Optimization exercise on an open flow, not production practice.
RTL: at most simulated, not proved equivalent.
Function not checked: run 4.
Clock network not from TritonCTS: runs 5 to 7.
The clock port is an ideal driver here.
Power: default activity.

$ cat design.v
module str_rebuild (
  input         clk,
  input         rst,
  input         in_valid,
  output        in_ready,
  input  [31:0] in_data,
  input  [31:0] in_mask,
  output        out_valid,
  input         out_ready,
  output [1:0]  out_n,
  output [4:0]  out_role_a,
  output [31:0] out_data_a,
  output [4:0]  out_role_b,
  output [31:0] out_data_b
);
  function [7:0] gf_mul(input [7:0] a, input [7:0] b);
    integer i;
    reg [7:0] p, t;
    begin
      p = 8'h00;
      t = a;
      for (i = 0; i < 8; i = i + 1) begin
        if (b[i]) p = p ^ t;
        t = {t[6:0], 1'b0} ^ (t[7] ? 8'h1D : 8'h00);
      end
      gf_mul = p;
    end
  endfunction
  function [7:0] gf_div2(input [7:0] a);
    gf_div2 = {1'b0, a[7:1]} ^ (a[0] ? 8'h8E : 8'h00);
  endfunction
  function [7:0] ainv(input [4:0] k);
    reg [31:0] t0, t1, t2, t3, t4, t5, t6, t7;
    begin
      t0 = 32'h09FE178D;
      t1 = 32'h84FF0BC6;
      t2 = 32'h4B81926E;
      t3 = 32'h2C3EDEBA;
      t4 = 32'h9FE178D0;
      t5 = 32'h4FF0BC68;
      t6 = 32'h27F85E34;
      t7 = 32'h13FC2F1A;
      ainv = {t7[k], t6[k], t5[k], t4[k], t3[k], t2[k], t1[k], t0[k]};
    end
  endfunction
  function [7:0] wtab(input [4:0] k);
    reg [31:0] t0, t1, t2, t3, t4, t5, t6, t7;
    begin
      t0 = 32'h1FD6E992;
      t1 = 32'h5F9D8454;
      t2 = 32'h524738EE;
      t3 = 32'hBE228668;
      t4 = 32'hD4D20CDA;
      t5 = 32'h0C7D2F36;
      t6 = 32'hD0BB6CF2;
      t7 = 32'h3EF2F72E;
      wtab = {t7[k], t6[k], t5[k], t4[k], t3[k], t2[k], t1[k], t0[k]};
    end
  endfunction
  reg        rdy_r;
  reg [4:0]  role;
  reg [31:2] mask_r;
  reg        e0;           
  reg        er_r;
  reg [1:0]  ecnt;
  reg [4:0]  px, py;
  reg [31:0] ps, h;
  reg  first, last;        
  wire accept = in_valid && rdy_r;
  wire drop0  = (role == 5'd1) && e0;
  wire [4:0] role_n = accept ? role + 5'd1 : role;
  wire [31:0] mm = {mask_r, 2'b00};
  always @(posedge clk) begin
    if (first) begin
      mask_r <= in_mask[31:2];
      e0     <= in_mask[0];
      er_r   <= in_mask[1];
    end else if (accept) begin
      er_r   <= mm[role + 5'd1];
    end
  end
  reg [1:0] ecnt_t;
  reg [4:0] px_t, py_t;
  always @(*) begin
    ecnt_t = ecnt;
    px_t   = px;
    py_t   = py;
    if (er_r) begin
      if (ecnt == 2'd0) px_t = role;
      if (ecnt == 2'd1) py_t = role;
      if (ecnt != 2'd3) ecnt_t = ecnt + 2'd1;
    end
  end
  always @(posedge clk) begin
    if (accept) begin
      if (first) begin
        ecnt <= {1'b0, in_mask[0]};
        px   <= 5'd0;
        py   <= 5'd0;
      end else begin
        ecnt <= ecnt_t;
        px   <= px_t;
        py   <= py_t;
      end
    end
  end
  wire        clr    = accept && (first || drop0);
  wire        keep = accept && (first || !er_r);
  wire [31:0] dg   = in_data & {32{keep}};
  wire [31:0] hm = h & {32{!(first || drop0)}};
  integer b;
  always @(posedge clk) begin
    ps <= (ps & {32{!clr}}) ^ dg;
    if (accept && role < 5'd30)
      for (b = 0; b < 4; b = b + 1)
        h[8*b +: 8] <= gf_div2(hm[8*b +: 8]) ^ dg[8*b +: 8];
  end
  reg [31:0] qs;
  always @(*)
    for (b = 0; b < 4; b = b + 1)
      qs[8*b +: 8] = gf_mul(h[8*b +: 8], 8'h30) ^ (er_r ? 8'h00 : in_data[8*b +: 8]);
  reg        busy, ov;
  reg [2:0]  sub;          
  reg [1:0]  lane;
  reg [1:0]  on_r;
  reg [4:0]  ora, orb;
  reg [31:0] ra, rb;
  reg [7:0]  mo_r;
  wire lden = last && rdy_r;
  wire load = accept && last;
  wire two   = (on_r == 2'd2);
  wire c_pq  = two && (ora == 5'd30);
  wire c_xq  = two && (orb == 5'd31) && !c_pq;
  wire c_xp  = two && (orb == 5'd30);
  wire c_xy  = two && (orb < 5'd30);
  wire c_q   = (on_r == 2'd1) && (ora == 5'd31);
  wire c_one = (on_r == 2'd1) && !c_q;
  wire [2:0] sub_n = (sub == 3'd6 || sub == 3'd5) ? 3'd0 : sub + 3'd1;
  wire       sel_k2 = (sub == 3'd2 || sub == 3'd3);
  wire       sel_lo = (sub == 3'd0 || sub == 3'd3);
  wire [4:0] tidx   = sel_k2 ? ~ora : (c_xy ? orb : ora);
  wire [7:0] tinv   = ainv(tidx);
  reg  [7:0] coef_n;
  reg  [3:0] nib;
  always @(*) begin
    if (sel_k2)
      coef_n = c_xy ? wtab(orb - ora) : (c_xq ? tinv : 8'h01);
    else
      coef_n = (c_xy || c_xp || c_xq) ? tinv : 8'h01;
  end
  wire [7:0] a0    = ra[7:0];
  wire [7:0] b0    = rb[7:0];
  wire       lo    = (sub == 3'd1 || sub == 3'd4);
  wire [7:0] m     = c_xq ? gf_mul(mo_r, 8'hC0) : mo_r;
  wire       s1    = c_xy || c_xq;
  wire       sva   = c_xy || c_xp || c_q;    
  wire       svb   = c_xy || c_xp;           
  wire       keepa = two || c_one;           
  wire       keepb = two;                    
  wire [7:0] va    = sva ? m : (a0 & {8{keepa}});
  wire [7:0] vb    = svb ? (a0 ^ m) : (m & {8{keepb}});
  wire [1:0] ecnt_l = ecnt_t;
  wire       many   = (ecnt_l == 2'd3);
  always @(posedge clk) begin
    mo_r <= gf_mul(mo_r & {8{lo}}, 8'h10) ^ gf_mul(b0, {4'd0, nib});
    nib  <= sel_lo ? coef_n[3:0] : coef_n[7:4];
  end
  always @(posedge clk) begin
    if (lden) begin
      ra   <= ps;
      rb   <= qs;
      on_r <= ecnt_l;
      ora  <= many ? 5'd0 : px_t;
      orb  <= many ? 5'd0 : py_t;
    end else if (busy) begin
      if (sub == 3'd5) begin
        ra <= {va, ra[31:8]};
        rb <= {vb, rb[31:8]};
      end else if (sub == 3'd2) begin
        rb[7:0] <= mo_r ^ (a0 & {8{s1}});
      end
    end
  end
  wire done   = busy && (lane == 2'd3) && (sub == 3'd5);
  wire ov_n   = done || (ov && !out_ready);
  wire busy_n = load || (busy && !done);
  always @(posedge clk) begin
    if (rst) begin
      role  <= 5'd0;
      first <= 1'b1;
      last  <= 1'b0;
      busy  <= 1'b0;
      ov    <= 1'b0;
      rdy_r <= 1'b1;
    end else begin
      role  <= role_n;
      first <= (role_n == 5'd0);
      last  <= (role_n == 5'd31);
      busy  <= busy_n;
      ov    <= ov_n;
      rdy_r <= !((role_n == 5'd31) && (busy_n || ov_n));
    end
    if (load) begin
      sub  <= 3'd6;
      lane <= 2'd0;
    end else if (busy) begin
      sub  <= sub_n;
      if (sub == 3'd5) lane <= lane + 2'd1;
    end
  end
  assign in_ready   = rdy_r;
  assign out_valid  = ov;
  assign out_n      = on_r;
  assign out_role_a = ora;
  assign out_data_a = ra;
  assign out_role_b = orb;
  assign out_data_b = rb;
endmodule
$ cat flow/run.sh
#!/bin/bash
# Standard ORFS layout (the standard.sh) with three changes: the port
# buffers are buf_2 cells instead of the smallest buffer-like cell, the clock
# tree is built without sink clustering (two clkbuf_16 levels), and
# repair_timing aims at a 5.25 ns setup margin (a 2.75 ns period).
set -euo pipefail
export BUFFER_PORTS_ARGS="-buffer_cell sky130_fd_sc_hd__buf_2"
export CTS_ARGS="-repair_clock_nets"
bash standard.sh SETUP_SLACK_MARGIN=5.25 finish > standard.log 2>&1
$ cat standard.sh
#!/bin/bash
# synth_recipe.tcl (not shown) runs the flow's synth.tcl, then flattens the netlist and writes it again
# the make line also repeats each setting of config.mk as NAME=value (left out here)
make -C /OpenROAD-flow-scripts/flow DESIGN_CONFIG=/design/flow/config.mk WORK_HOME=/design/flow/orfs CLKGATE_MAP_FILE= SYNTH_SCRIPT=/design/flow/synth_recipe.tcl "${@:-finish}"
$ cat config.mk
export PLATFORM = sky130hd
export DESIGN_NAME = str_rebuild
export DESIGN_NICKNAME = str_rebuild
export VERILOG_FILES = /design/flow/design.v
export SDC_FILE = /design/flow/constraint.sdc
export NUM_CORES = 4
export LEC_CHECK = 0
export ABC_AREA = 1
export CAP_MARGIN = 20
export CORE_MARGIN = 2
export CORE_UTILIZATION = 60
export CTS_CLUSTER_DIAMETER = 60
export CTS_CLUSTER_SIZE = 30
export PLACE_DENSITY = 0.75
export SETUP_SLACK_MARGIN = 5
export SLEW_MARGIN = 20
$ cat constraint.sdc
create_clock -name core_clock -period 8.0 [get_ports {clk}]
set_input_delay 1.6000 -clock core_clock [delete_from_list [all_inputs] [get_ports {clk}]]
set_output_delay 1.6000 -clock core_clock [all_outputs]
set_load 0.01 [all_outputs]
==> results.json, run 1 <==
{
  "cts_tree": "built",
  "met1_usage": 0.426,
  "htreeDepth": 4,
  "die_w_um": 150,
  "synth_top_cells_by_area": "edfxtp_1, nand2_1, dfxtp_1",
  "gr-usage-all-layers": 0.305,
  "p_leak_nw": 6.43,
  "clkTransAtPathRegs_ps": 80,
  "drt_iter0_drc": 1054,
  "post-route-util": 0.691,
  "path_delay_family": "flip-flops",
  "fin_crit_ps": 2760,
  "cp-start-kind": "flop",
  "synth_area_per_cell_um2": 8.31,
  "core-area_um2": 20900,
  "final_cell_mix": "nand2_1, nor2_1, edfxtp_1",
  "ant_nets": 0,
  "post_synth_num_cell_types": 49,
  "grt_overflow": 0,
  "fin_crit_sh": 0.345,
  "fin_cells": 1949,
  "clock_path_buffers": 2,
  "hold_buffers": 0,
  "die_y_um": 150,
  "grt.busiest_layer": "met2",
  "synth_seq_area_share": 0.452,
  "holdCritPathClass": "reg2reg",
  "final_common_cell": "nand2_1",
  "fillers": 1697,
  "ir_worst_vdd_mv": 0.165,
  "root_buffer": "clkbuf_16",
  "crit_arrival_ps": 1160,
  "grt_util_met2": 0.488,
  "place_inst": 1898,
  "cp.required_ps": 6400,
  "grt_max_degree": 84,
  "rsz0062_at_grt": "yes",
  "multi_input_area_um2": 6260,
  "hold_violations": 0,
  "num_vias": 10608,
  "cp_max_fo": 2,
  "synth_fp_nets": 1618,
  "drv_slew": 0,
  "io_buffers": 145,
  "cts-buffers-inserted": 17,
  "max_slew_margin": 0.414,
  "post_drt_wl_per_cell_um": 17.2,
  "routed_wl_mm": 33.5,
  "syn_inst": 1529,
  "critPathBufInv": 1,
  "crit_chain": "buf_2",
  "synth_ff_type": "edfxtp_1",
  "async_reset_ff_frac": 0,
  "grtUsageMet3": 0.0579,
  "critPathCaptureType": "primary output",
  "finalSetupTns_ps": 0,
  "grt_pass1_vias": 10044,
  "synth_edf_count": 152,
  "routed_via_density": 5.44,
  "grt_pass1_wl_mm": 52.6,
  "worst_slew_pin_slew_ps": 879,
  "seq_area_um2": 5750,
  "drt_pass1_iterations": 5,
  "syn_area_um2": 12700,
  "clock-sinks": 211,
  "power_density_nw_per_um2": 235,
  "drive_gt1_frac": 0.149,
  "finalClockSkew_ps": 14.2,
  "rows": 53,
  "fin_nets": 1750,
  "ys_seq_elements": 211,
  "synth_top_area_share": 0.359,
  "status": "no timing/DRC/antenna violations",
  "gp_congestion": 0.884,
  "ys.warnings.count": 1,
  "finalSetupViolations": 0,
  "drcViolationCount": 0,
  "clock_latency_ps": 450,
  "die-area_um2": 22400,
  "diodes": 0,
  "dp_hpwl_mm": 23.7,
  "syn_to_final_growth_pct": 13.5,
  "cp_slowest_cell": "edfxtp_1",
  "antenna_found_initial": 0,
  "worst_path_largest_cell_delay_ps": 510,
  "synth_top_cell_by_area": "edfxtp_1",
  "criticalPathCategory": "reg2out",
  "initial_core_util": 0.608,
  "maxCapViolations": 0,
  "io-pin-count": 146,
  "fmax_ghz": 0.362
}
-- per-layer routing --
metal	routed length (um)	part of all wire
met1	14400	0.43
met2	15600	0.46
met3	2780	0.083
met4	749	0.022
met5	0	0
-- worst min-delay path: stages (launching register included) --
cell and delay, ps:
dfxtp_1 320, inv_1 60, a21oi_1 50
-- stage by stage --
step | hold slack, ps | area [um^2] | worst slack (ps) | power, mW
after floorplan | 443 | 12800 | 5240 | 2.26
after global placement | 457 | 13600 | 4650 | 2.43
after detailed placement | 462 | 13600 | 4570 | 2.46
after CTS | 473 | 14400 | 5260 | 3.38
after global routing | 501 | 14400 | 5190 | 3.57
final | 471 | 14400 | 5240 | 3.39
-- Yosys cell counts, drive strengths merged (4+ instances only) --
cell,instances
nand2,439
clkbuf,30
xnor2,122
a21oi,48
edfxtp,152
ha,20
o21ai,91
xor2,116
nand3,76
nor2,160
o211ai,11
inv,140
nand4,4
mux2i,4
dfxtp,59
o22ai,7
buf,25
o221ai,4
-- power by group --
part           total [mW]  internal (mW)  switching [mW]
logic                1.01          0.414           0.593
registers            1.46           1.32           0.145
clock network       0.915          0.477           0.438
total                3.39           2.21            1.18
-- layout make-up --
type | instances | share of cell area
repair buffers | 167 | 0.0635
clock inverters | 15 | 0.0131
well taps | 275 | 0.0238
clock buffers | 17 | 0.0295
inverters | 142 | 0.0374
multi-input cells | 1122 | 0.434
flip-flops and latches | 211 | 0.399
-- registers in the layout (all words and copies together) (netlist names), 8 cells and up --
name,flops
rb,32
h,32
mask_r,30
ps,32
ra,32
mo_r,8
-- cell families (layout without fill, tap and decap cells) --
kind of cell             count (synthesis)  count (layout)  synth area share
AO/OA/AOI/OAI                          170             171            0.0758
XOR/XNOR                               238             238             0.165
adder cells (fa/ha/maj)                 21              21            0.0213
buffers and inverters                  197             341            0.0617
flip-flops                             211             211             0.452
multiplexers                             4               4           0.00315
AND/OR/NAND/NOR                        688             688             0.221
-- timing repair --
action	4_1_cts	5_1_grt
setup endpoints to repair	79	25
gates cloned	1	0
resized for setup	3	5
setup buffers	16	2
-- worst paths after layout --
check,from,endpoint,slack [ps],cells past startpoint
setup / recovery,ra[24]$_DFFE_PP_,out_data_a[24],5240,1
hold / removal,lane[0]$_SDFFE_PP0P_,lane[0]$_SDFFE_PP0P_,470,2
setup reg to reg,er_r$_DFFE_PP_,rb[15]$_DFFE_PP_,5410,5
hold reg to reg,lane[0]$_SDFFE_PP0P_,lane[0]$_SDFFE_PP0P_,470,2
Testbench counts, summed over its fixed seeds: cycles 61,648, columns 1,920.
==> run 2, diff against run 1 <==
--- a/config.mk
+++ b/config.mk
@@ -9,8 +9,6 @@
 export CAP_MARGIN = 20
 export CORE_MARGIN = 2
 export CORE_UTILIZATION = 60
-export CTS_CLUSTER_DIAMETER = 60
-export CTS_CLUSTER_SIZE = 30
-export PLACE_DENSITY = 0.75
+export PLACE_DENSITY = 0.85
 export SETUP_SLACK_MARGIN = 5
 export SLEW_MARGIN = 20
==> results.json, run 2 <==
{
  "synth_common_cells": "nand2_1, nor2_1, edfxtp_1, inv_1, xnor2_1",
  "drt_pass1_iterations": 8,
  "multi_input_area_um2": 6270,
  "min_delay_path_depth": 2,
  "worst_slew_pin_slew_ps": 880,
  "final_cell_mix": "nand2_1, nor2_1, edfxtp_1",
  "diodes": 0,
  "synth_top_area_share": 0.359,
  "finalSetupViolations": 0,
  "yosysMostFrequentCell": "nand2_1",
  "gp_congestion": 0.941,
  "clock_path_buffers": 2,
  "synth_fp_nets": 1618,
  "synth_top_cell_by_area": "edfxtp_1",
  "power.share.switching": 0.363,
  "r2r_start": "orb[0]$_SDFFCE_PN0P_",
  "antenna_found_initial": 3,
  "grt_pass1_vias": 10398,
  "grt_overflow": 0,
  "ys_seq_elements": 211,
  "root_buffer": "clkbuf_16",
  "rsz0062_at_grt": "yes",
  "p_leak_nw": 6.48,
  "finalClockSkew_ps": 17.5,
  "ant_nets": 0,
  "max_slew_margin": 0.411,
  "gr-usage-all-layers": 0.315,
  "power_frac_seq": 0.432,
  "critPathBufInv": 1,
  "die_w_um": 150,
  "finalSetupTns_ps": 0,
  "p_int_mw": 2.16,
  "syn_inst": 1529,
  "synth_edf_count": 152,
  "critPathCaptureType": "primary output",
  "synth_ff_type": "edfxtp_1",
  "drive_gt1_frac": 0.157,
  "core-area_um2": 20900,
  "fin_crit_sh": 0.344,
  "synth_top_cells_by_area": "edfxtp_1, nand2_1, dfxtp_1",
  "dp_hpwl_mm": 24.2,
  "hold_violations": 0,
  "cts-buffers-inserted": 17,
  "cp_slowest_cell": "edfxtp_1",
  "r2r_cells": 15,
  "r2r-end": "nib[0]$_DFF_P_",
  "io-pin-count": 146,
  "grt_max_degree": 84,
  "fin_crit_ps": 2750,
  "cp_max_fo": 4,
  "seq_area_um2": 5750,
  "syn_area_um2": 12700,
  "grt_pass1_wl_mm": 54.5,
  "comb_power_share": 0.306,
  "post_synth_num_cell_types": 49,
  "rows": 53,
  "fillers": 1577,
  "syn_to_final_growth_pct": 14.3,
  "clock_latency_ps": 450,
  "criticalPathCategory": "reg2out",
  "hp-start": "ps[25]$_DFF_P_",
  "holdPathEnd": "ps[25]$_DFF_P_",
  "status": "no timing/DRC/antenna violations",
  "drcViolationCount": 0,
  "ir_worst_vdd_mv": 0.175,
  "routed_via_density": 5.67,
  "clkTransAtPathRegs_ps": 80,
  "routed_wl_mm": 35.2,
  "power_density_nw_per_um2": 234,
  "r2r_setup_slack_ps": 5400,
  "ys.warnings.count": 1,
  "drv_slew": 0,
  "num_vias": 11116,
  "dp_slack_ps": 4590,
  "maxCapViolations": 0,
  "post_drt_wl_per_cell_um": 17.9,
  "crit_arrival_ps": 1150,
  "drt_iter0_drc": 1062,
  "worst_path_largest_cell_delay_ps": 520,
  "cp-start-kind": "flop",
  "crit_chain": "buf_2",
  "p_clk_frac": 0.262,
  "clock-sinks": 211,
  "holdCritPathClass": "reg2reg",
  "fin_nets": 1763,
  "synth_seq_area_share": 0.452,
  "cp.required_ps": 6400,
  "p_switching_mw": 1.23,
  "synth_area_per_cell_um2": 8.31,
  "die_y_um": 150,
  "cts_tree": "built",
  "htreeDepth": 4,
  "initial_core_util": 0.608,
  "path_delay_family": "flip-flops",
  "fmax_ghz": 0.363,
  "die-area_um2": 22400,
  "async_reset_ff_frac": 0,
  "final_common_cell": "nand2_1",
  "io_buffers": 145,
  "setup_ws_ps": 5250
}
run 2: cell counts after synthesis:
No cell type changed its count.
run 2: how the worst max path moves through the flow:
stage	startpoint	end	slack, ps	cells after the start
6_report	ra[2]$_DFFE_PP_	out_data_a[2]	5250	1
5_1_grt	orb[0]$_SDFFCE_PN0P_	nib[0]$_DFF_P_	5230	15
4_1_cts	ra[4]$_DFFE_PP_	out_data_a[4]	5250	1
3_3_place_gp	in_valid	h[13]$_DFFE_PP_	4690	6
2_1_floorplan	in_valid	h[21]$_DFFE_PP_	5240	6
3_5_place_dp	in_valid	h[17]$_DFFE_PP_	4590	6
run 2: cell type report:
class,instances,share of cell area
timing repair buffer,180,0.0698
multi-input combinational,1122,0.432
sequential,211,0.396
clock inverter,14,0.0122
tap,275,0.0237
clock buffer,18,0.0295
inverter,142,0.0372
run 2: repair_timing:
action                                 in CTS  in global routing
endpoints found under the hold margin       0                  0
hold buffers                                0                  0
resized for setup                           2                  7
setup endpoints to repair                  52                 17
setup buffers                              14                 16
cloned                                      1                  0
run 2: power groups by stage:
| stage | registers, mW | logic, mW | clock network [mW] |
|---|---|---|---|
| 3_3_place_gp | 1.48 | 0.947 | 0 |
| 3_5_place_dp | 1.48 | 0.986 | 0 |
| 6_report | 1.47 | 1.04 | 0.889 |
| 2_1_floorplan | 1.40 | 0.851 | 0 |
| 5_1_grt | 1.48 | 1.14 | 0.941 |
| 4_1_cts | 1.46 | 1.01 | 0.884 |
run 2: cells by family (layout without fill, tap and decap cells):
family / count (synthesis) / count (layout) / synth area share
mux: 4 / 4 / 0.00315
flops: 211 / 211 / 0.452
compound gates: 170 / 171 / 0.0758
xor+xnor: 238 / 238 / 0.165
buf+inv: 197 / 354 / 0.0617
fa+ha+maj: 21 / 21 / 0.0213
simple gates: 688 / 688 / 0.221
run 2: stage by stage:
stage	std cells	power, mW	util	hold WS [ps]	area (um^2)
final	1962	3.39	0.695	490	14500
after detailed placement	1899	2.46	0.652	471	13600
after CTS	1946	3.35	0.688	491	14400
after global routing	1962	3.56	0.695	508	14500
after floorplan	1529	2.26	-	443	12800
after global placement	1899	2.42	0.652	453	13600
run 2: per-layer routing:
| layer | share of wire | track usage |
|---|---|---|
| met3 | 0.091 | 0.0515 |
| met1 | 0.39 | 0.413 |
| met2 | 0.48 | 0.521 |
| met5 | 0.00097 | 0 |
| met4 | 0.038 | 0.133 |
==> run 3, diff against run 2 <==
--- a/config.mk
+++ b/config.mk
@@ -8,7 +8,7 @@
 export ABC_AREA = 1
 export CAP_MARGIN = 20
 export CORE_MARGIN = 2
-export CORE_UTILIZATION = 60
-export PLACE_DENSITY = 0.85
+export CORE_UTILIZATION = 55
+export PLACE_DENSITY = 0.7
 export SETUP_SLACK_MARGIN = 5
 export SLEW_MARGIN = 20
==> results.json, run 3 <==
{
  "post_synth_num_cell_types": 49,
  "antenna_found_initial": 1,
  "min_delay_path_depth": 2,
  "gp_congestion": 0.875,
  "r2r-end": "rb[27]$_DFFE_PP_",
  "finalSetupViolations": 0,
  "die-area_um2": 24300,
  "syn_to_final_growth_pct": 14.9,
  "crit_arrival_ps": 1140,
  "cp_max_fo": 3,
  "grt_pass1_vias": 9928,
  "clock-sinks": 211,
  "maxCapViolations": 0,
  "post-route-util": 0.645,
  "io_buffers": 145,
  "fin_nets": 1761,
  "die_w_um": 156,
  "post_drt_wl_per_cell_um": 17.0,
  "grt_max_degree": 84,
  "drt_pass1_iterations": 6,
  "root_buffer": "clkbuf_16",
  "synth_area_per_cell_um2": 8.31,
  "fin_crit_sh": 0.343,
  "async_reset_ff_frac": 0,
  "fmax_ghz": 0.365,
  "yosysMostFrequentCell": "nand2_1",
  "clock_path_buffers": 2,
  "drive_gt1_frac": 0.157,
  "final_common_cell": "nand2_1",
  "drt_iter0_drc": 1035,
  "worst_slew_pin_slew_ps": 877,
  "synth_top_area_share": 0.359,
  "final_cell_mix": "nand2_1, nor2_1, edfxtp_1",
  "hold_buffers": 0,
  "status": "no timing/DRC/antenna violations",
  "synth_ff_type": "edfxtp_1",
  "core-area_um2": 22600,
  "drcViolationCount": 0,
  "syn_area_um2": 12700,
  "synth_seq_area_share": 0.452,
  "cts_tree": "built",
  "worstSetupEndpoint": "out_data_a[7]",
  "finalClockSkew_ps": 18.2,
  "cts-buffers-inserted": 17,
  "ys.warnings.count": 1,
  "synth_top_cell_by_area": "edfxtp_1",
  "r2r_cells": 6,
  "dp_hpwl_mm": 23.7,
  "die_y_um": 156,
  "ant_nets": 0,
  "critPathCaptureType": "primary output",
  "grt_overflow": 0,
  "io-pin-count": 146,
  "p_leak_nw": 6.51,
  "cp_slowest_cell": "edfxtp_1",
  "power_density_nw_per_um2": 235,
  "holdCritPathClass": "reg2reg",
  "grt_pass1_wl_mm": 52.8,
  "cp-start-kind": "flop",
  "gr-usage-all-layers": 0.281,
  "criticalPathCategory": "reg2out",
  "ir_worst_vdd_mv": 0.139,
  "htreeDepth": 4,
  "clock_latency_ps": 450,
  "drv_slew": 0,
  "critPathBufInv": 1,
  "rows": 55,
  "worst_path_largest_cell_delay_ps": 500,
  "ys_seq_elements": 211,
  "fin_crit_ps": 2740,
  "path_delay_family": "flip-flops",
  "clkTransAtPathRegs_ps": 90,
  "startpoint": "ra[7]$_DFFE_PP_",
  "initial_core_util": 0.561,
  "crit_cells": 1,
  "synth_edf_count": 152,
  "synth_common_cells": "nand2_1, nor2_1, edfxtp_1, inv_1, xnor2_1",
  "cp.required_ps": 6400,
  "r2r_setup_slack_ps": 5420,
  "synth_top_cells_by_area": "edfxtp_1, nand2_1, dfxtp_1",
  "synth_fp_nets": 1618,
  "hold_violations": 0,
  "routed_via_density": 5.35,
  "finalSetupTns_ps": 0,
  "r2r_start": "rdy_r$_SDFF_PP1_",
  "routed_wl_mm": 33.6,
  "syn_inst": 1529,
  "rsz0062_at_grt": "yes",
  "max_slew_margin": 0.415,
  "num_vias": 10549,
  "crit_chain": "buf_2"
}
[run 3: cell counts after synthesis]
Identical to the previous run, type by type.
[run 3: worst min path at each step]
stage | start | end | slack (ps)
finish | lane[0]$_SDFFE_PP0P_ | lane[0]$_SDFFE_PP0P_ | 470
global route | lane[0]$_SDFFE_PP0P_ | lane[0]$_SDFFE_PP0P_ | 490
CTS | lane[0]$_SDFFE_PP0P_ | lane[0]$_SDFFE_PP0P_ | 480
detailed placement | lane[0]$_SDFFE_PP0P_ | lane[0]$_SDFFE_PP0P_ | 460
global placement | lane[0]$_SDFFE_PP0P_ | lane[0]$_SDFFE_PP0P_ | 460
floorplan | lane[0]$_SDFFE_PP0P_ | lane[0]$_SDFFE_PP0P_ | 440
[run 3: cells by family (layout without fill, tap and decap cells)]
family                   count (synthesis)  after routing  share of synthesized area
AO/OA/AOI/OAI                          170            171                     0.0758
XOR/XNOR                               238            238                      0.165
adder cells (fa/ha/maj)                 21             21                     0.0213
buffers and inverters                  197            352                     0.0617
flip-flops                             211            211                      0.452
multiplexers                             4              4                    0.00315
other                                    0              1                          0
AND/OR/NAND/NOR                        688            688                      0.221
[run 3: routing by layer]
metal | wire [um] | GRT usage | up-vias
met5 | 0 | 0 | -
li1 | - | - | 5178
met1 | 14700 | 0.402 | 4898
met2 | 15600 | 0.453 | 432
met4 | 446 | 0.0529 | 0
met3 | 2830 | 0.0503 | 41
[run 3: power breakdown]
group / leakage, nW / switching, mW / total (mW) / internal [mW]
Clock: 0.314 / 0.489 / 0.960 / 0.471
Sequential: 1.94 / 0.141 / 1.46 / 1.32
Combinational: 4.25 / 0.598 / 1.01 / 0.415
[run 3: through the flow]
step | cell area, um^2 | hold slack (ps) | setup WS [ps] | instances | total power, mW
6_report | 14600 | 475 | 5260 | 1971 | 3.43
5_1_grt | 14600 | 492 | 5170 | 1970 | 3.62
4_1_cts | 14500 | 475 | 5250 | 1957 | 3.43
3_5_place_dp | 13600 | 464 | 4590 | 1908 | 2.46
3_3_place_gp | 13600 | 457 | 4620 | 1908 | 2.44
2_1_floorplan | 12800 | 443 | 5240 | 1529 | 2.26
[run 3: area by class of cell]
class	instances	area, um^2
clock buffer	17	425
fill	1881	8030
timing repair buffer	178	1020
sequential	211	5750
clock inverter	15	230
antenna	1	2.50
inverter	142	539
multi-input combinational	1122	6280
tap	285	357
[run 3: repair_timing]
item / CTS / global route
gates resized for setup: 4 / 8
cloned: 1 / 0
setup endpoints to repair: 81 / 39
buffers inserted: 16 / 13
pin swaps: 0 / 0
==> run 4, diff against run 3 <==
--- a/design.v
+++ b/design.v
@@ -125,7 +125,6 @@
   reg [1:0]  on_r;
   reg [4:0]  ora, orb;
   reg [31:0] ra, rb;
-  reg [7:0]  mo_r;
   wire lden = last && rdy_r;
   wire load = accept && last;
   wire two   = (on_r == 2'd2);
@@ -135,35 +134,31 @@
   wire c_xy  = two && (orb < 5'd30);
   wire c_q   = (on_r == 2'd1) && (ora == 5'd31);
   wire c_one = (on_r == 2'd1) && !c_q;
-  wire [2:0] sub_n = (sub == 3'd6 || sub == 3'd5) ? 3'd0 : sub + 3'd1;
-  wire       sel_k2 = (sub == 3'd2 || sub == 3'd3);
-  wire       sel_lo = (sub == 3'd0 || sub == 3'd3);
-  wire [4:0] tidx   = sel_k2 ? ~ora : (c_xy ? orb : ora);
-  wire [7:0] tinv   = ainv(tidx);
-  reg  [7:0] coef_n;
-  reg  [3:0] nib;
+  wire [2:0] sub_n = (sub == 3'd4 || sub == 3'd3) ? 3'd0 : sub + 3'd1;
+  wire [4:0] tidx = (sub_n == 3'd0) ? (c_xy ? orb : ora) : ~ora;
+  wire [7:0] tinv = ainv(tidx);
+  reg  [7:0] coef_n, coef;
   always @(*) begin
-    if (sel_k2)
-      coef_n = c_xy ? wtab(orb - ora) : (c_xq ? tinv : 8'h01);
-    else
-      coef_n = (c_xy || c_xp || c_xq) ? tinv : 8'h01;
+    case (sub_n)
+      3'd0:    coef_n = (c_xy || c_xp || c_xq) ? tinv : 8'h01;
+      3'd1:    coef_n = c_xy ? wtab(orb - ora) : (c_xq ? tinv : 8'h01);
+      default: coef_n = c_xq ? 8'hC0 : 8'h01;
+    endcase
   end
   wire [7:0] a0    = ra[7:0];
   wire [7:0] b0    = rb[7:0];
-  wire       lo    = (sub == 3'd1 || sub == 3'd4);
-  wire [7:0] m     = c_xq ? gf_mul(mo_r, 8'hC0) : mo_r;
+  wire [7:0] mo    = gf_mul(b0, coef);
   wire       s1    = c_xy || c_xq;
   wire       sva   = c_xy || c_xp || c_q;    
   wire       svb   = c_xy || c_xp;           
   wire       keepa = two || c_one;           
   wire       keepb = two;                    
-  wire [7:0] va    = sva ? m : (a0 & {8{keepa}});
-  wire [7:0] vb    = svb ? (a0 ^ m) : (m & {8{keepb}});
+  wire [7:0] va    = sva ? b0 : (a0 & {8{keepa}});
+  wire [7:0] vb    = svb ? (a0 ^ b0) : (b0 & {8{keepb}});
   wire [1:0] ecnt_l = ecnt_t;
   wire       many   = (ecnt_l == 2'd3);
   always @(posedge clk) begin
-    mo_r <= gf_mul(mo_r & {8{lo}}, 8'h10) ^ gf_mul(b0, {4'd0, nib});
-    nib  <= sel_lo ? coef_n[3:0] : coef_n[7:4];
+    coef <= coef_n;
   end
   always @(posedge clk) begin
     if (lden) begin
@@ -173,15 +168,15 @@
       ora  <= many ? 5'd0 : px_t;
       orb  <= many ? 5'd0 : py_t;
     end else if (busy) begin
-      if (sub == 3'd5) begin
+      if (sub == 3'd3) begin
         ra <= {va, ra[31:8]};
         rb <= {vb, rb[31:8]};
-      end else if (sub == 3'd2) begin
-        rb[7:0] <= mo_r ^ (a0 & {8{s1}});
+      end else if (sub != 3'd4) begin
+        rb[7:0] <= mo ^ (a0 & {8{s1 && sub == 3'd0}});
       end
     end
   end
-  wire done   = busy && (lane == 2'd3) && (sub == 3'd5);
+  wire done   = busy && (lane == 2'd3) && (sub == 3'd3);
   wire ov_n   = done || (ov && !out_ready);
   wire busy_n = load || (busy && !done);
   always @(posedge clk) begin
@@ -201,11 +196,11 @@
       rdy_r <= !((role_n == 5'd31) && (busy_n || ov_n));
     end
     if (load) begin
-      sub  <= 3'd6;
+      sub  <= 3'd4;
       lane <= 2'd0;
     end else if (busy) begin
       sub  <= sub_n;
-      if (sub == 3'd5) lane <= lane + 2'd1;
+      if (sub == 3'd3) lane <= lane + 2'd1;
     end
   end
   assign in_ready   = rdy_r;
--- a/config.mk
+++ b/config.mk
@@ -8,7 +8,9 @@
 export ABC_AREA = 1
 export CAP_MARGIN = 20
 export CORE_MARGIN = 2
-export CORE_UTILIZATION = 55
-export PLACE_DENSITY = 0.7
+export CORE_UTILIZATION = 60
+export CTS_CLUSTER_DIAMETER = 60
+export CTS_CLUSTER_SIZE = 30
+export PLACE_DENSITY = 0.75
 export SETUP_SLACK_MARGIN = 5
 export SLEW_MARGIN = 20
==> results.json, run 4 <==
{
  "crit_arrival_ps": 1160,
  "dp_hpwl_mm": 25.6,
  "crit_chain": "buf_2",
  "cp.required_ps": 6400,
  "max_slew_margin": 0.300,
  "p_switching_mw": 0.972,
  "io-pin-count": 146,
  "clock_path_buffers": 2,
  "fin_area_um2": 14900,
  "ys_seq_elements": 207,
  "cp_slowest_cell": "edfxtp_1",
  "cts-buffers-inserted": 17,
  "finalSetupViolations": 0,
  "power_frac_seq": 0.460,
  "clock-sinks": 207,
  "gp_congestion": 0.903,
  "synth_top_cells_by_area": "edfxtp_1, nand2_1, dfxtp_1",
  "drt_pass1_iterations": 5,
  "hold_violations": 0,
  "finalClockSkew_ps": 17.1,
  "comb_power_share": 0.252,
  "num_vias": 11551,
  "initial_core_util": 0.615,
  "post_drt_wl_per_cell_um": 17.1,
  "worst_slew_pin_slew_ps": 1050,
  "drcViolationCount": 0,
  "r2r-end": "coef[3]$_DFF_P_",
  "p_clk_frac": 0.289,
  "grt_overflow": 0,
  "syn_to_final_growth_pct": 14.6,
  "final_common_cell": "nand2_1",
  "die-area_um2": 22900,
  "power.share.switching": 0.329,
  "seq_area_um2": 5670,
  "grt_pass1_vias": 10755,
  "r2r_cells": 13,
  "root_buffer": "clkbuf_16",
  "async_reset_ff_frac": 0,
  "synth_edf_count": 152,
  "r2r_start": "orb[0]$_SDFFCE_PN0P_",
  "syn_inst": 1650,
  "holdPathEnd": "ps[11]$_DFF_P_",
  "status": "no timing/DRC/antenna violations",
  "clkTransAtPathRegs_ps": 80,
  "fin_nets": 1882,
  "ant_nets": 0,
  "grt_pass1_wl_mm": 55.3,
  "rsz0062_at_grt": "yes",
  "fin_crit_ps": 2760,
  "hp-start": "ps[11]$_DFF_P_",
  "cp_max_fo": 4,
  "path_delay_family": "flip-flops",
  "cts_tree": "built",
  "ir_worst_vdd_mv": 0.166,
  "antenna_found_initial": 1,
  "drt_iter0_drc": 1044,
  "post-route-util": 0.705,
  "synth_seq_area_share": 0.435,
  "io_buffers": 145,
  "rows": 53,
  "postPlaceCellArea_um2": 13900,
  "routed_wl_mm": 35.7,
  "multi_input_area_um2": 6590,
  "synth_ff_type": "edfxtp_1",
  "criticalPathCategory": "reg2out",
  "fmax_ghz": 0.363,
  "p_leak_nw": 6.75,
  "die_y_um": 151,
  "synth_top_cell_by_area": "edfxtp_1",
  "clock_latency_ps": 440,
  "maxCapViolations": 0,
  "synth_top_area_share": 0.351,
  "cp-start-kind": "flop",
  "drv_slew": 0,
  "die_w_um": 151,
  "critPathCaptureType": "primary output",
  "core-area_um2": 21200,
  "p_int_mw": 1.99,
  "min_delay_path_depth": 2,
  "htreeDepth": 4,
  "gr-usage-all-layers": 0.315,
  "finalSetupTns_ps": 0,
  "routed_via_density": 5.54,
  "post_synth_num_cell_types": 50,
  "synth_area_per_cell_um2": 7.89,
  "r2r_setup_slack_ps": 5290,
  "holdCritPathClass": "reg2reg",
  "syn_area_um2": 13000,
  "power_density_nw_per_um2": 198,
  "synth_common_cells": "nand2_1, nor2_1, inv_1, edfxtp_1, xnor2_1",
  "fillers": 1687,
  "yosysMostFrequentCell": "nand2_1",
  "final_cell_mix": "nand2_1, nor2_1, inv_1",
  "synth_fp_nets": 1737,
  "ys.warnings.count": 1,
  "fin_crit_sh": 0.345,
  "grt_max_degree": 78,
  "critPathBufInv": 1,
  "worst_path_largest_cell_delay_ps": 530,
  "drive_gt1_frac": 0.146
}
==> run 4: cell count changes in the layout (fill, tap and decap cells not counted), moves of 7 or more <==
cell     change
nand2_1     +60
inv_1       +26
xor2_1      -26
nand3_1     +15
nor2_1      +14
nor3_1       +8
a21oi_1      +7
==> run 4: metal layers <==
layer / vias up / track usage / wire, um
met4: 0 / 0.120 / 1180
li1: 5584 / - / -
met3: 76 / 0.0434 / 2880
met5: - / 0 / 0
met1: 5367 / 0.419 / 14600
met2: 524 / 0.527 / 17100
==> run 4: logic make-up (layout without fill, tap and decap cells) <==
kind of cell,count (synthesis),after routing,synth area share
flip-flops,207,207,0.435
other,0,1,0
buffers and inverters,228,385,0.0687
XOR/XNOR,211,211,0.144
AND/OR/NAND/NOR,792,792,0.250
multiplexers,2,2,0.00154
adder cells (fa/ha/maj),19,19,0.0188
AO/OA/AOI/OAI,191,192,0.0820
==> run 4: timing repair <==
item | in CTS | in global routing
endpoints found under the setup margin | 55 | 22
hold buffers | 0 | 0
hold endpoints to repair | 0 | 0
pin swaps | 0 | 4
cloned | 1 | 0
setup buffers | 15 | 15
gates resized for setup | 10 | 13
==> run 4: power groups by stage <==
stage | Clock (mW) | Combinational [mW] | Sequential (mW)
global placement | 0 | 0.677 | 1.38
global route | 0.902 | 0.820 | 1.37
finish | 0.854 | 0.744 | 1.36
CTS | 0.860 | 0.722 | 1.36
floorplan | 0 | 0.562 | 1.34
detailed placement | 0 | 0.699 | 1.38
==> run 4: worst reg2reg max path: cells and delay by family (launching register included) <==
kind | cells | cell delay (ps)
XOR/XNOR | 1 | 160
buffers and inverters | 5 | 540
flip-flops | 1 | 440
adder cells (fa/ha/maj) | 2 | 530
AO/OA/AOI/OAI | 2 | 640
AND/OR/NAND/NOR | 3 | 280
==> run 4: metrics by stage <==
stage | instances | power (mW) | setup WS, ps | hold WS, ps
floorplan | 1650 | 1.90 | 5240 | 443
global placement | 2019 | 2.05 | 4700 | 458
detailed placement | 2019 | 2.08 | 4650 | 477
CTS | 2067 | 2.94 | 5120 | 490
global route | 2084 | 3.09 | 5170 | 501
finish | 2084 | 2.96 | 5240 | 491
==> run 4: cell type report <==
cell class,count,share of cell area
Multi-Input combinational cell,1216,0.442
Sequential cell,207,0.380
Timing Repair Buffer,182,0.0714
Inverter,171,0.0439
Clock buffer,18,0.0288
Tap cell,275,0.0231
Clock inverter,14,0.0108
Antenna cell,1,0.000168
==> run 4: how the worst max path moves through the flow <==
stage                     slack, ps              end            startpoint  cells after the start
after global placement         4700  h[13]$_DFFE_PP_              in_valid                      6
final                          5240    out_data_a[0]       ra[0]$_DFFE_PP_                      1
after global routing           5170  coef[4]$_DFF_P_  orb[0]$_SDFFCE_PN0P_                     18
after detailed placement       4650   h[0]$_DFFE_PP_              in_valid                      6
after CTS                      5120  coef[3]$_DFF_P_  orb[0]$_SDFFCE_PN0P_                     12
after floorplan                5240   h[0]$_DFFE_PP_              in_valid                      2
==> run 5, diff against run 4 <==
--- a/design.v
+++ b/design.v
@@ -125,6 +125,7 @@
   reg [1:0]  on_r;
   reg [4:0]  ora, orb;
   reg [31:0] ra, rb;
+  reg [7:0]  mo_r;
   wire lden = last && rdy_r;
   wire load = accept && last;
   wire two   = (on_r == 2'd2);
@@ -134,31 +135,35 @@
   wire c_xy  = two && (orb < 5'd30);
   wire c_q   = (on_r == 2'd1) && (ora == 5'd31);
   wire c_one = (on_r == 2'd1) && !c_q;
-  wire [2:0] sub_n = (sub == 3'd4 || sub == 3'd3) ? 3'd0 : sub + 3'd1;
-  wire [4:0] tidx = (sub_n == 3'd0) ? (c_xy ? orb : ora) : ~ora;
-  wire [7:0] tinv = ainv(tidx);
-  reg  [7:0] coef_n, coef;
+  wire [2:0] sub_n = (sub == 3'd6 || sub == 3'd5) ? 3'd0 : sub + 3'd1;
+  wire       sel_k2 = (sub == 3'd2 || sub == 3'd3);
+  wire       sel_lo = (sub == 3'd0 || sub == 3'd3);
+  wire [4:0] tidx   = sel_k2 ? ~ora : (c_xy ? orb : ora);
+  wire [7:0] tinv   = ainv(tidx);
+  reg  [7:0] coef_n;
+  reg  [3:0] nib;
   always @(*) begin
-    case (sub_n)
-      3'd0:    coef_n = (c_xy || c_xp || c_xq) ? tinv : 8'h01;
-      3'd1:    coef_n = c_xy ? wtab(orb - ora) : (c_xq ? tinv : 8'h01);
-      default: coef_n = c_xq ? 8'hC0 : 8'h01;
-    endcase
+    if (sel_k2)
+      coef_n = c_xy ? wtab(orb - ora) : (c_xq ? tinv : 8'h01);
+    else
+      coef_n = (c_xy || c_xp || c_xq) ? tinv : 8'h01;
   end
   wire [7:0] a0    = ra[7:0];
   wire [7:0] b0    = rb[7:0];
-  wire [7:0] mo    = gf_mul(b0, coef);
+  wire       lo    = (sub == 3'd1 || sub == 3'd4);
+  wire [7:0] m     = c_xq ? gf_mul(mo_r, 8'hC0) : mo_r;
   wire       s1    = c_xy || c_xq;
   wire       sva   = c_xy || c_xp || c_q;    
   wire       svb   = c_xy || c_xp;           
   wire       keepa = two || c_one;           
   wire       keepb = two;                    
-  wire [7:0] va    = sva ? b0 : (a0 & {8{keepa}});
-  wire [7:0] vb    = svb ? (a0 ^ b0) : (b0 & {8{keepb}});
+  wire [7:0] va    = sva ? m : (a0 & {8{keepa}});
+  wire [7:0] vb    = svb ? (a0 ^ m) : (m & {8{keepb}});
   wire [1:0] ecnt_l = ecnt_t;
   wire       many   = (ecnt_l == 2'd3);
   always @(posedge clk) begin
-    coef <= coef_n;
+    mo_r <= gf_mul(mo_r & {8{lo}}, 8'h10) ^ gf_mul(b0, {4'd0, nib});
+    nib  <= sel_lo ? coef_n[3:0] : coef_n[7:4];
   end
   always @(posedge clk) begin
     if (lden) begin
@@ -168,15 +173,15 @@
       ora  <= many ? 5'd0 : px_t;
       orb  <= many ? 5'd0 : py_t;
     end else if (busy) begin
-      if (sub == 3'd3) begin
+      if (sub == 3'd5) begin
         ra <= {va, ra[31:8]};
         rb <= {vb, rb[31:8]};
-      end else if (sub != 3'd4) begin
-        rb[7:0] <= mo ^ (a0 & {8{s1 && sub == 3'd0}});
+      end else if (sub == 3'd2) begin
+        rb[7:0] <= mo_r ^ (a0 & {8{s1}});
       end
     end
   end
-  wire done   = busy && (lane == 2'd3) && (sub == 3'd3);
+  wire done   = busy && (lane == 2'd3) && (sub == 3'd5);
   wire ov_n   = done || (ov && !out_ready);
   wire busy_n = load || (busy && !done);
   always @(posedge clk) begin
@@ -196,11 +201,11 @@
       rdy_r <= !((role_n == 5'd31) && (busy_n || ov_n));
     end
     if (load) begin
-      sub  <= 3'd4;
+      sub  <= 3'd6;
       lane <= 2'd0;
     end else if (busy) begin
       sub  <= sub_n;
-      if (sub == 3'd3) lane <= lane + 2'd1;
+      if (sub == 3'd5) lane <= lane + 2'd1;
     end
   end
   assign in_ready   = rdy_r;
==> flow/run.sh (replaced) <==
#!/bin/bash
# Standard ORFS layout (the standard.sh) with three changes:
#  - the port buffers are buf_2 cells instead of the smallest buffer-like cell;
#  - the clock tree is built by flow/mtree.tcl (hooked in as PRE_CTS_TCL) in
#    place of TritonCTS: the clock port drives four clkbuf_16, one per
#    quadrant of the flip-flops, each driving four clkbuf_16, one per
#    sub-quadrant (every flip-flop is two equal buffers from the port);
#  - repair_timing aims at a 5.25 ns setup margin (a 2.75 ns period).
set -euo pipefail
export BUFFER_PORTS_ARGS="-buffer_cell sky130_fd_sc_hd__buf_2"
export PRE_CTS_TCL="$PWD/flow/mtree.tcl"
bash standard.sh SETUP_SLACK_MARGIN=5.25 finish > standard.log 2>&1
==> flow/mtree.tcl (new file) <==
# Two-level clock tree: the clock port drives 4 clkbuf_16 (one per quadrant
# of the flip-flops), each of which drives 4 clkbuf_16 (one per sub-quadrant).
proc split2 {lst idx} {
  set s [lsort -integer -index $idx $lst]
  set n [llength $s]
  return [list [lrange $s 0 [expr {$n/2-1}]] [lrange $s [expr {$n/2}] end]]
}
proc quads {lst} {
  set out {}
  foreach h [split2 $lst 0] { foreach q [split2 $h 1] { lappend out $q } }
  return $out
}
proc centroid {lst} {
  set sx 0; set sy 0
  foreach e $lst { incr sx [lindex $e 0]; incr sy [lindex $e 1] }
  set n [llength $lst]
  return [list [expr {$sx/$n}] [expr {$sy/$n}]]
}
proc build_mtree {} {
  set block [ord::get_db_block]
  set clknet [$block findNet clk]
  set master [[ord::get_db] findMaster sky130_fd_sc_hd__clkbuf_16]
  set lst {}
  foreach it [$clknet getITerms] {
    if {[$it isInputSignal]} {
      set loc [[$it getInst] getLocation]
      lappend lst [list [lindex $loc 0] [lindex $loc 1] $it]
    }
  }
  puts "mtree: [llength $lst] clock sinks"
  set g 0
  foreach q [quads $lst] {
    set n1 [odb::dbNet_create $block "clknet_q$g"]
    $n1 setSigType CLOCK
    set b1 [odb::dbInst_create $block $master "clkbuf_q$g"]
    set l2locs {}
    set k 0
    foreach sq [quads $q] {
      set n2 [odb::dbNet_create $block "clknet_q${g}_$k"]
      $n2 setSigType CLOCK
      set b2 [odb::dbInst_create $block $master "clkbuf_q${g}_$k"]
      foreach e $sq { set it [lindex $e 2]; $it disconnect; $it connect $n2 }
      set c [centroid $sq]
      $b2 setLocation [lindex $c 0] [lindex $c 1]
      $b2 setPlacementStatus PLACED
      [$b2 findITerm A] connect $n1
      [$b2 findITerm X] connect $n2
      lappend l2locs [list [lindex $c 0] [lindex $c 1]]
      incr k
    }
    set c [centroid $l2locs]
    $b1 setLocation [lindex $c 0] [lindex $c 1]
    $b1 setPlacementStatus PLACED
    [$b1 findITerm A] connect $clknet
    [$b1 findITerm X] connect $n1
    incr g
  }
}

# Used as ORFS's PRE_CTS_TCL hook: build the tree above, then make the CTS
# step's clock_tree_synthesis call a no-op so the rest of the step (placement
# legalization, timing repair) runs on this tree.
build_mtree
proc clock_tree_synthesis {args} {
  puts "clock_tree_synthesis skipped: two-level clock tree built by mtree.tcl"
}
==> results.json, run 5 <==
{
  "finalSetupViolations": 0,
  "final_cell_mix": "nand2_1, edfxtp_1, buf_2",
  "finalSetupTns_ps": 0,
  "syn_area_um2": 12700,
  "synth_top_family_by_area": "simple AND/OR/NAND/NOR gates",
  "comb_power_share": 0.314,
  "yosysMostFrequentCell": "nand2_1",
  "io-pin-count": 146,
  "wl_met3_mm": 2.91,
  "clkTransAtPathRegs_ps": 70,
  "ant_nets": 0,
  "grt_pass1_wl_mm": 53.5,
  "place_inst": 1898,
  "gr-usage-all-layers": 0.303,
  "post_drt_wl_per_cell_um": 17.6,
  "power.share.switching": 0.337,
  "fin_crit_sh": 0.337,
  "ys_seq_elements": 211,
  "clock_latency_ps": 300,
  "num_vias": 10636,
  "dp_slack_ps": 4570,
  "syn_inst": 1529,
  "synth_top_area_share": 0.359,
  "min_delay_path_depth": 2,
  "die-area_um2": 22400,
  "ys.warnings.count": 1,
  "fin_crit_ps": 2690,
  "p_leak_nw": 6.40,
  "critPathCaptureType": "primary output",
  "fin_nets": 1750,
  "holdPathEnd": "lane[0]$_SDFFE_PP0P_",
  "worst_path_largest_cell_delay_ps": 570,
  "synth_seq_area_share": 0.452,
  "r2r_start": "ora[2]$_SDFFCE_PN0P_",
  "synth_fa_ha_area_frac": 0.0213,
  "p_switching_mw": 1.11,
  "rows": 53,
  "syn_to_final_growth_pct": 14.3,
  "post_synth_num_cell_types": 49,
  "routed_wl_mm": 34.1,
  "setup_ws_ps": 5310,
  "die_y_um": 150,
  "synth_edf_count": 152,
  "drt_pass1_iterations": 8,
  "worst_slew_pin_slew_ps": 790,
  "cp-start-kind": "flop",
  "synth_area_per_cell_um2": 8.31,
  "drcViolationCount": 0,
  "power_density_nw_per_um2": 227,
  "r2r-end": "nib[3]$_DFF_P_",
  "io_buffers": 145,
  "top_layer_used": "met4",
  "fin_cells": 1935,
  "synth_mux_area_frac": 0.00315,
  "grt_max_degree": 84,
  "synth_common_cells": "nand2_1, nor2_1, edfxtp_1, inv_1, xnor2_1",
  "ir_worst_vdd_mv": 0.220,
  "synth-xor-area-share": 0.165,
  "core-area_um2": 20900,
  "initial_core_util": 0.608,
  "die_w_um": 150,
  "async_reset_ff_frac": 0,
  "drive_gt1_frac": 0.163,
  "holdCritPathClass": "reg2reg",
  "synth_fp_nets": 1618,
  "startpoint": "rdy_r$_SDFF_PP1_",
  "p_clk_frac": 0.242,
  "maxCapViolations": 0,
  "holdWs_ps": 470,
  "gp_congestion": 0.884,
  "cp_max_fo": 3,
  "drt-met1-wl_mm": 14.6,
  "antenna_found_initial": 0,
  "cp_slowest_cell": "dfxtp_1",
  "max_slew_margin": 0.474,
  "hold_buffers": 0,
  "criticalPathCategory": "reg2out",
  "hold_violations": 0,
  "grt_pass1_vias": 10140,
  "r2r_cells": 14,
  "synth_compound_area_frac": 0.0758,
  "wl_met2_mm": 15.7,
  "path_delay_family": "flip-flops",
  "final_common_cell": "nand2_1",
  "synth_ff_type": "edfxtp_1",
  "synth_top_cell_by_area": "edfxtp_1",
  "drv_slew": 0,
  "hp-start": "lane[0]$_SDFFE_PP0P_",
  "cp.required_ps": 6400,
  "fmax_ghz": 0.371,
  "crit_chain": "buf_2",
  "rsz0062_at_grt": "yes",
  "crit_arrival_ps": 1090,
  "synth_top_cells_by_area": "edfxtp_1, nand2_1, dfxtp_1",
  "dp_hpwl_mm": 23.7,
  "r2r_setup_slack_ps": 5440,
  "critPathBufInv": 1,
  "grt_overflow": 0,
  "drt_iter0_drc": 912,
  "synth-simple-area-share": 0.221,
  "p_int_mw": 2.19,
  "power_frac_seq": 0.444,
  "status": "no timing/DRC/antenna violations",
  "routed_via_density": 5.50,
  "finalClockSkew_ps": 24.3
}
-- run 5: cell families (layout without fill, tap and decap cells) --
kind of cell / Yosys count / count (layout)
flops: 211 / 211
mux: 4 / 4
buf+inv: 197 / 326
xor+xnor: 238 / 238
compound gates: 170 / 171
fa+ha+maj: 21 / 21
simple gates: 688 / 688
other cells: 0 / 1
-- run 5: worst max path at each step --
stage                            endpoint  slack [ps]  cells after the start
after CTS                 h[13]$_DFFE_PP_        5170                      8
after global routing       nib[3]$_DFF_P_        5200                     14
after detailed placement  h[22]$_DFFE_PP_        4570                      6
final                            in_ready        5310                      1
after floorplan           h[21]$_DFFE_PP_        5240                      6
after global placement    h[13]$_DFFE_PP_        4650                      6
-- run 5: what timing repair did --
| item | in CTS | in global routing |
|---|---|---|
| pin swaps | 9 | 0 |
| gates resized for setup | 65 | 8 |
| endpoints found under the setup margin | 111 | 18 |
| setup buffers | 13 | 0 |
| cloned | 3 | 0 |
-- run 5: cell type report --
type,instances,area (um^2)
diodes,1,2.50
plain buffers,20,500
fillers,1694,6360
inverters,142,539
multi-input cells,1122,6420
flip-flops and latches,211,5750
well taps,275,344
repair buffers,164,975
-- run 5: power by group through the flow --
stage	Sequential (mW)	Clock [mW]	Combinational (mW)
2_1_floorplan	1.40	0	0.851
3_3_place_gp	1.48	0	0.953
3_5_place_dp	1.48	0	0.982
4_1_cts	1.49	0.650	1.02
5_1_grt	1.48	0.846	1.16
6_report	1.47	0.800	1.04
-- run 5: through the flow --
| stage | power (mW) | util | cell area (um^2) |
|---|---|---|---|
| after floorplan | 2.26 | - | 12800 |
| after global placement | 2.43 | 0.652 | 13600 |
| after detailed placement | 2.46 | 0.652 | 13600 |
| after CTS | 3.16 | 0.694 | 14500 |
| after global routing | 3.49 | 0.695 | 14500 |
| final | 3.30 | 0.696 | 14500 |
-- run 5: worst register-to-register path, stage by stage, from the launching register on --
cell,delay [ps]
edfxtp_1,430
inv_1,150
ha_1,290
a21oi_1,230
nand3_1,110
nand2_2,270
clkinv_1,320
nand2_1,190
nand3_1,90
nand3_1,110
nand2_1,60
inv_1,80
nand2_1,50
nand2_1,60
inv_1,30
-- run 5: per-layer routing --
| layer | up-vias | GRT usage |
|---|---|---|
| met1 | 4988 | 0.437 |
| met5 | - | 0 |
| met4 | 0 | 0.0719 |
| met3 | 67 | 0.0396 |
| met2 | 436 | 0.488 |
| li1 | 5145 | - |
Testbench counts of run 5, summed over its fixed seeds: cycles 61,648, columns 1,920.
==> run 6, diff against run 5 <==
--- a/flow/run.sh
+++ b/flow/run.sh
@@ -9,4 +9,4 @@
 set -euo pipefail
 export BUFFER_PORTS_ARGS="-buffer_cell sky130_fd_sc_hd__buf_2"
 export PRE_CTS_TCL="$PWD/flow/mtree.tcl"
-bash standard.sh SETUP_SLACK_MARGIN=5.25 finish > standard.log 2>&1
+bash standard.sh SETUP_SLACK_MARGIN=5.35 finish > standard.log 2>&1
==> results.json, run 6 <==
{
  "drt_iter0_drc": 953,
  "syn_to_final_growth_pct": 15.3,
  "synth_ff_type": "edfxtp_1",
  "place_inst": 1898,
  "fin_crit_ps": 2630,
  "fin_nets": 1761,
  "finalClockSkew_ps": 22.9,
  "holdCritPathClass": "reg2reg",
  "drcViolationCount": 0,
  "finalSetupViolations": 0,
  "critPathBufInv": 1,
  "rows": 53,
  "grt_pass1_wl_mm": 52.5,
  "clock_latency_ps": 300,
  "ys_seq_elements": 211,
  "grt_pass1_vias": 9990,
  "cp_slowest_cell": "edfxtp_1",
  "p_leak_nw": 6.46,
  "crit_chain": "buf_2",
  "maxCapViolations": 0,
  "drv_slew": 0,
  "fmax_ghz": 0.381,
  "dp_slack_ps": 4510,
  "io-pin-count": 146,
  "ant_nets": 0,
  "p_total_mw": 3.31,
  "antenna_found_initial": 0,
  "num_vias": 10631,
  "hold_violations": 0,
  "cp_max_fo": 5,
  "worst_slew_pin_slew_ps": 812,
  "diodes": 0,
  "grt_max_degree": 84,
  "ir_worst_vdd_mv": 0.217,
  "synth_top_cell_by_area": "edfxtp_1",
  "synth_area_per_cell_um2": 8.31,
  "gr-usage-all-layers": 0.296,
  "synth_top_cells_by_area": "edfxtp_1, nand2_1, dfxtp_1",
  "drt_pass1_iterations": 7,
  "initial_core_util": 0.608,
  "die-area_um2": 22400,
  "fin_crit_sh": 0.328,
  "max_slew_margin": 0.455,
  "drive_gt1_frac": 0.175,
  "routed_wl_mm": 33.5,
  "synth_top_area_share": 0.359,
  "rsz0062_at_grt": "yes",
  "cp-start-kind": "flop",
  "finalSetupTns_ps": 0,
  "holdWs_ps": 478,
  "async_reset_ff_frac": 0,
  "fin_cells": 1945,
  "post_drt_wl_per_cell_um": 17.2,
  "clkTransAtPathRegs_ps": 70,
  "synth_common_cells": "nand2_1, nor2_1, edfxtp_1, inv_1, xnor2_1",
  "criticalPathCategory": "reg2out",
  "ys.warnings.count": 1,
  "final_common_cell": "nand2_1",
  "setup_ws_ps": 5370,
  "path_delay_family": "flip-flops",
  "synth_fp_nets": 1618,
  "dp_hpwl_mm": 23.3,
  "cp.required_ps": 6400,
  "yosysMostFrequentCell": "nand2_1",
  "gp_congestion": 0.907,
  "syn_inst": 1529,
  "grt_overflow": 0,
  "routed_via_density": 5.47,
  "io_buffers": 145,
  "power_density_nw_per_um2": 226,
  "die_y_um": 150,
  "worst_path_largest_cell_delay_ps": 530,
  "status": "no timing/DRC/antenna violations",
  "die_w_um": 150,
  "syn_area_um2": 12700,
  "crit_arrival_ps": 1030,
  "final_cell_mix": "nand2_1, edfxtp_1, buf_2",
  "synth_seq_area_share": 0.452,
  "hold_buffers": 0,
  "critPathCaptureType": "primary output",
  "synth_edf_count": 152,
  "core-area_um2": 20900,
  "post_synth_num_cell_types": 49
}
run 6: cell counts after synthesis:
Identical to the previous run, type by type.
run 6: final timing paths:
kind | start | to | slack, ps | cells past startpoint
max reg2reg | orb[0]$_SDFFCE_PN0P_ | nib[3]$_DFF_P_ | 5500 | 15
min | lane[0]$_SDFFE_PP0P_ | lane[0]$_SDFFE_PP0P_ | 480 | 2
max | ra[7]$_DFFE_PP_ | out_data_a[7] | 5370 | 1
min reg2reg | lane[0]$_SDFFE_PP0P_ | lane[0]$_SDFFE_PP0P_ | 480 | 2
run 6: stage by stage:
step / cell area (um^2) / util
after floorplan: 12800 / -
after global placement: 13600 / 0.653
after detailed placement: 13600 / 0.653
after CTS: 14500 / 0.695
after global routing: 14700 / 0.702
final: 14700 / 0.702
run 6: routing by layer:
layer | track usage | share of wire | up-vias
met3 | 0.0299 | 0.084 | 60
met4 | 0.0676 | 0.023 | 0
met5 | 0 | 0 | -
met2 | 0.481 | 0.46 | 471
li1 | - | - | 5160
met1 | 0.431 | 0.43 | 4940
run 6: logic make-up (layout without fill, tap and decap cells):
| logic type | after synthesis | in the layout | synth area share |
|---|---|---|---|
| and+or+nand+nor | 688 | 688 | 0.221 |
| xor gates and xnor gates | 238 | 238 | 0.165 |
| DFF | 211 | 211 | 0.452 |
| buffers and inverters | 197 | 337 | 0.0617 |
| AOI/OAI and AO/OA | 170 | 171 | 0.0758 |
| adders and majority gates | 21 | 21 | 0.0213 |
| muxes | 4 | 4 | 0.00315 |
run 6: area by class of cell:
type | instances | area (um^2)
inverter | 142 | 548
timing repair buffer | 175 | 1060
sequential | 211 | 5750
buffer | 20 | 500
multi-input combinational | 1122 | 6450
tap | 275 | 344
fill | 1636 | 6230
run 6: timing repair:
action / 4_1_cts / 5_1_grt
pin swaps: 10 / 0
setup endpoints to repair: 113 / 53
cloned: 1 / 0
gates resized for setup: 72 / 18
buffers inserted: 15 / 11
endpoints found under the hold margin: 0 / 0
run 6: power breakdown:
part / switching [mW] / internal, mW
clock network: 0.357 / 0.443
logic: 0.612 / 0.432
registers: 0.143 / 1.32
total: 1.11 / 2.20
==> run 7, diff against run 6 <==
--- a/flow/run.sh
+++ b/flow/run.sh
@@ -5,7 +5,7 @@
 #    place of TritonCTS: the clock port drives four clkbuf_16, one per
 #    quadrant of the flip-flops, each driving four clkbuf_16, one per
 #    sub-quadrant (every flip-flop is two equal buffers from the port);
-#  - repair_timing aims at a 5.25 ns setup margin (a 2.75 ns period).
+#  - repair_timing aims at a 5.35 ns setup margin (a 2.65 ns period).
 set -euo pipefail
 export BUFFER_PORTS_ARGS="-buffer_cell sky130_fd_sc_hd__buf_2"
 export PRE_CTS_TCL="$PWD/flow/mtree.tcl"
--- a/flow/mtree.tcl
+++ b/flow/mtree.tcl
@@ -1,5 +1,5 @@
 # Two-level clock tree: the clock port drives 4 clkbuf_16 (one per quadrant
-# of the flip-flops), each of which drives 4 clkbuf_16 (one per sub-quadrant).
+# of the flip-flops), each of which drives 4 clkbuf_8 (one per sub-quadrant).
 proc split2 {lst idx} {
   set s [lsort -integer -index $idx $lst]
   set n [llength $s]
@@ -20,6 +20,7 @@
   set block [ord::get_db_block]
   set clknet [$block findNet clk]
   set master [[ord::get_db] findMaster sky130_fd_sc_hd__clkbuf_16]
+  set master2 [[ord::get_db] findMaster sky130_fd_sc_hd__clkbuf_8]
   set lst {}
   foreach it [$clknet getITerms] {
     if {[$it isInputSignal]} {
@@ -38,7 +39,7 @@
     foreach sq [quads $q] {
       set n2 [odb::dbNet_create $block "clknet_q${g}_$k"]
       $n2 setSigType CLOCK
-      set b2 [odb::dbInst_create $block $master "clkbuf_q${g}_$k"]
+      set b2 [odb::dbInst_create $block $master2 "clkbuf_q${g}_$k"]
       foreach e $sq { set it [lindex $e 2]; $it disconnect; $it connect $n2 }
       set c [centroid $sq]
       $b2 setLocation [lindex $c 0] [lindex $c 1]
==> results.json, run 7 <==
{
  "r2r_start": "orb[0]$_SDFFCE_PN0P_",
  "die-area_um2": 22400,
  "drt_iter0_drc": 940,
  "grt_max_degree": 84,
  "critPathCaptureType": "primary output",
  "fin_crit_sh": 0.330,
  "synth_seq_area_share": 0.452,
  "holdCritPathClass": "reg2reg",
  "fin_nets": 1763,
  "p_leak_nw": 6.39,
  "dp_hpwl_mm": 23.3,
  "async_reset_ff_frac": 0,
  "fillers": 1674,
  "finalClockSkew_ps": 27.5,
  "hold_buffers": 0,
  "ant_nets": 0,
  "crit_arrival_ps": 1040,
  "holdWs_ps": 482,
  "ys.warnings.count": 1,
  "multi_input_area_um2": 6440,
  "yosysMostFrequentCell": "nand2_1",
  "routed_via_density": 5.46,
  "ys_seq_elements": 211,
  "syn_inst": 1529,
  "routed_wl_mm": 33.4,
  "worst_slew_pin_slew_ps": 813,
  "drt_pass1_iterations": 5,
  "gp_congestion": 0.907,
  "r2r_setup_slack_ps": 5500,
  "synth_area_per_cell_um2": 8.31,
  "crit_chain": "buf_2",
  "fmax_ghz": 0.379,
  "hold_violations": 0,
  "num_vias": 10638,
  "final_cell_mix": "nand2_1, edfxtp_1, buf_2",
  "maxCapViolations": 0,
  "worst_path_largest_cell_delay_ps": 540,
  "synth_top_cell_by_area": "edfxtp_1",
  "cp_max_fo": 5,
  "die_w_um": 150,
  "syn_area_um2": 12700,
  "critPathBufInv": 1,
  "finalSetupTns_ps": 0,
  "io-pin-count": 146,
  "r2r_cells": 15,
  "max_slew_margin": 0.455,
  "die_y_um": 150,
  "drive_gt1_frac": 0.175,
  "synth_top_cells_by_area": "edfxtp_1, nand2_1, dfxtp_1",
  "power_density_nw_per_um2": 214,
  "post_drt_wl_per_cell_um": 17.1,
  "seq_area_um2": 5750,
  "grt_pass1_wl_mm": 52.1,
  "grt_pass1_vias": 9873,
  "drv_slew": 0,
  "io_buffers": 145,
  "criticalPathCategory": "reg2out",
  "synth_ff_type": "edfxtp_1",
  "final_common_cell": "nand2_1",
  "synth_edf_count": 152,
  "crit_cells": 1,
  "synth_top_area_share": 0.359,
  "drcViolationCount": 0,
  "rsz0062_at_grt": "yes",
  "initial_core_util": 0.608,
  "ir_worst_vdd_mv": 0.190,
  "rows": 53,
  "synth_fp_nets": 1618,
  "finalSetupViolations": 0,
  "startpoint": "ra[7]$_DFFE_PP_",
  "grt_overflow": 0,
  "gr-usage-all-layers": 0.293,
  "syn_to_final_growth_pct": 14.0,
  "synth_common_cells": "nand2_1, nor2_1, edfxtp_1, inv_1, xnor2_1",
  "clkTransAtPathRegs_ps": 100,
  "worstSetupEndpoint": "out_data_a[7]",
  "clock_latency_ps": 310,
  "antenna_found_initial": 0,
  "cp-start-kind": "flop",
  "path_delay_family": "flip-flops",
  "post_synth_num_cell_types": 49,
  "fin_crit_ps": 2640,
  "cp_slowest_cell": "edfxtp_1",
  "core-area_um2": 20900,
  "r2r-end": "nib[3]$_DFF_P_",
  "cp.required_ps": 6400,
  "status": "no timing/DRC/antenna violations"
}
## run 7: per-layer routing
metal | up-vias | global-route usage | wire [um] | share of wire
met1 | 4916 | 0.430 | 14200 | 0.43
met3 | 62 | 0.0296 | 2930 | 0.088
li1 | 5167 | - | - | -
met2 | 493 | 0.471 | 15400 | 0.46
met4 | 0 | 0.0733 | 800 | 0.024
met5 | - | 0 | 0 | 0
## run 7: how the worst min path moves through the flow
stage	startpoint	end	slack, ps	cells past startpoint
after floorplan	lane[0]$_SDFFE_PP0P_	lane[0]$_SDFFE_PP0P_	440	2
after global placement	lane[0]$_SDFFE_PP0P_	lane[0]$_SDFFE_PP0P_	460	2
after detailed placement	lane[0]$_SDFFE_PP0P_	lane[0]$_SDFFE_PP0P_	470	2
after CTS	lane[0]$_SDFFE_PP0P_	lane[0]$_SDFFE_PP0P_	470	2
after global routing	ps[19]$_DFF_P_	ps[19]$_DFF_P_	500	2
final	lane[0]$_SDFFE_PP0P_	lane[0]$_SDFFE_PP0P_	480	2
## run 7: cells by family after synthesis
group,Yosys count,synth area share
flip-flops,211,0.452
AO/OA/AOI/OAI,170,0.0758
buffers and inverters,197,0.0617
adder cells (fa/ha/maj),21,0.0213
AND/OR/NAND/NOR,688,0.221
XOR/XNOR,238,0.165
multiplexers,4,0.00315
## run 7: layout make-up
| cell class | count | share of cell area |
|---|---|---|
| buffer | 20 | 0.0221 |
| inverter | 142 | 0.0378 |
| timing repair buffer | 177 | 0.0744 |
| sequential | 211 | 0.397 |
| multi-input combinational | 1122 | 0.445 |
| tap | 275 | 0.0237 |
| antenna | 1 | 0.000173 |
## run 7: through the flow
| stage | cell area [um^2] | power (mW) | util | worst slack [ps] | cells |
|---|---|---|---|---|---|
| 2_1_floorplan | 12800 | 2.26 | - | 5240 | 1529 |
| 3_3_place_gp | 13600 | 2.44 | 0.653 | 4610 | 1898 |
| 3_5_place_dp | 13600 | 2.46 | 0.653 | 4510 | 1898 |
| 4_1_cts | 14300 | 2.96 | 0.685 | 5180 | 1934 |
| 5_1_grt | 14500 | 3.29 | 0.693 | 5280 | 1947 |
| 6_report | 14500 | 3.10 | 0.694 | 5360 | 1948 |
## run 7: report_power, final
| group | internal, mW | total [mW] | switching, mW |
|---|---|---|---|
| Combinational | 0.432 | 1.04 | 0.608 |
| Sequential | 1.32 | 1.46 | 0.143 |
| Clock | 0.271 | 0.603 | 0.332 |
| Total | 2.02 | 3.10 | 1.08 |
## run 7: repair_timing
| action | in CTS | in global routing |
|---|---|---|
| pin swaps | 10 | 0 |
| hold endpoints to repair | 0 | 0 |
| buffers inserted | 15 | 13 |
| endpoints found under the setup margin | 113 | 54 |
| cloned | 1 | 0 |
| resized for setup | 69 | 19 |

Re-timed with assumed drivers on the ports (clkbuf_16 on the clock, buf_2 on other inputs), run 7 has 5.266 ns of setup slack against 5.362 ns with ideal ports, and 5.102 ns once port delays also move by the mid clock arrival of 0.389 ns.
